From an optimization exercise on the open Yosys and OpenROAD flow, aimed at small area and a short achievable clock period; shortcuts taken in it are not production practice. The RTL was checked by simulation tests, not by an equivalence proof against the original design. Power and IR drop assume default switching activity.

v6:
## fcvtn_unit
module fcvtn_unit (
    input  wire         clk,
    input  wire         rst,         
    input  wire         in_valid,
    input  wire [511:0] in_x,        
    input  wire [31:0]  in_ent,      
    input  wire [5:0]   in_rmode,    
    output reg          out_valid,
    output reg  [127:0] out_vd,      
    output reg  [3:0]   out_flags,   
    output reg  [30:0]  out_amax,    
    output reg          out_nan      
);
==> flow/config.mk <==
export PLATFORM = sky130hd
export DESIGN_NAME = fcvtn_unit
export DESIGN_NICKNAME = fcvtn_unit
export VERILOG_FILES = /design/flow/design.v
export SDC_FILE = /design/flow/constraint.sdc
export NUM_CORES = 4
export LEC_CHECK = 0
export ABC_AREA = 1
export CAP_MARGIN = 50
export CORE_MARGIN = 2
export CORE_UTILIZATION = 25
export CTS_CLUSTER_DIAMETER = 120
export CTS_CLUSTER_SIZE = 18
export PLACE_DENSITY = 0.35
export SLEW_MARGIN = 70
==> flow/constraint.sdc <==
create_clock -name core_clock -period 20.0 [get_ports {clk}]
set_input_delay 4.0000 -clock core_clock [delete_from_list [all_inputs] [get_ports {clk}]]
set_output_delay 4.0000 -clock core_clock [all_outputs]
set_load 0.01 [all_outputs]
standard.sh (not shown) runs the stock make flow with config.mk's settings and CLKGATE_MAP_FILE= SYNTH_SCRIPT=/design/flow/synth_recipe.tcl, a recipe that flattens the netlist after the stock synthesis.
==> flow/flow/run.sh <==
#!/bin/bash
# Own layout flow: the standard flow (standard.sh) for every step, with
# one change: the buffer that the flow puts on each input and output port is
# sky130_fd_sc_hd__buf_1, the smallest buffer, instead of the cell the flow
# picks by itself (sky130_fd_sc_hd__clkdlybuf4s50_1). Every port still gets
# its own buffer. The make output goes to standard_flow.log; the tools' own
# logs stay under orfs/logs/.
set -euo pipefail
bash standard.sh finish "BUFFER_PORTS_ARGS=-buffer_cell sky130_fd_sc_hd__buf_1" > standard_flow.log 2>&1
v6 | status: complete | timing, DRC, antenna: pass
> inputs changed (v6 -> v39)
diff --git a/flow/design.v b/flow/design.v
--- a/flow/design.v
+++ b/flow/design.v
@@ -245,27 +245,12 @@
                 .x(x_q[32*i +: 32]), .fiz(fiz), .sgn(sgn), .eb0(eb0), .mb0(mb0), .pol0(pol0),
                 .bb(bb), .bm1(bm1), .bp(bp), .hmask(hmask),
                 .mid(lmid[18*i +: 18]), .is_nan(lnan[i]), .kill(lkill[i]), .mag(lmag[31*i +: 31])
             );
         end
     endgenerate
-    function automatic gtg(input [30:0] a, input [30:0] b);
-        reg [3:0] g, e;
-        integer n, k;
-        begin
-            for (k = 0; k < 4; k = k + 1) begin
-                g[k] = 1'b0;
-                e[k] = 1'b1;
-                for (n = 8 * k; n < 8 * k + 8 && n < 31; n = n + 1) begin
-                    g[k] = (a[n] & ~b[n]) | ((a[n] | ~b[n]) & g[k]);
-                    e[k] = (a[n] & ~b[n]) | ((a[n] | ~b[n]) & e[k]);
-                end
-            end
-            gtg = g[3] | (e[3] & (g[2] | (e[2] & (g[1] | (e[1] & g[0])))));
-        end
-    endfunction
     function automatic gtp(input [30:0] a, input [30:0] b);
         reg [30:0] g, e;
         integer n, w;
         begin
             for (n = 0; n < 31; n = n + 1) begin
                 g[n] = a[n] & ~b[n];
@@ -286,13 +271,13 @@
     generate
         for (i = 0; i < 8; i = i + 1) begin : g_a1
             wire [30:0] va = lmag[31*(2*i) +: 31];
             wire [30:0] vb = lmag[31*(2*i+1) +: 31];
             wire        ka = lkill[2*i];
             wire        kb = lkill[2*i+1];
-            wire        sb = ~kb & (ka | gtg(vb, va));
+            wire        sb = ~kb & (ka | gtp(vb, va));
             assign a1v[31*i +: 31] = sb ? vb : va;
             assign a1k[i] = ka & kb;
         end
         for (i = 0; i < 4; i = i + 1) begin : g_a2
             wire [30:0] va = a1v[31*(2*i) +: 31];
             wire [30:0] vb = a1v[31*(2*i+1) +: 31];
==> results.txt <==
Highest clock frequency the design can meet essentially unchanged between v39 and v6. Re slew at the pin closest to its max-slew limit: v6 was higher than v39. Fraction of area in registers sits lower in v39 than in v6. Core utilization, v39 and v6: lower on v39. v39 completed every stage of the flow, and the final layout passed the timing, DRC and antenna checks. STATUS first-iteration DRC count: v39 loses against v6. Compared with v6, in v39 power now smaller, fraction of met2 tracks used by global routing now smaller. As far as number of cells on the worst hold path is concerned, v39 and v6 perform about the same. v39 ended with less combinational cell fraction of total power than v6.

afterwards: timing with drivers on the ports:
The flow's constraints put no driver on any port. The routed layouts listed below were extracted and timed again, unchanged, in two steps. Step 1: set_driving_cell puts a clkbuf_16 on clk and a buf_2 on each other input, an assumption about the parent block. Step 2, shift: input delay + t, output delay - t, t = (earliest + latest rising clock arrival at the registers) / 2. This alone moves slack from input paths to output paths. Slacks: ideal / step 1 / step 2; pairs: ideal / step 1.
| run | t, ns | setup WS [ns] | slew at the worst register clock pin (ns) | worst data-port slew with drivers (ns) |
|---|---|---|---|---|
| v6 | 0.935 | 14.574 / 14.473 / 14.708 | 0.09 / 0.09 | 0.11 |
| v39 | 0.953 | 14.583 / 14.478 / 14.791 | 0.10 / 0.10 | 0.14 |
After both steps every run listed still meets setup and hold.
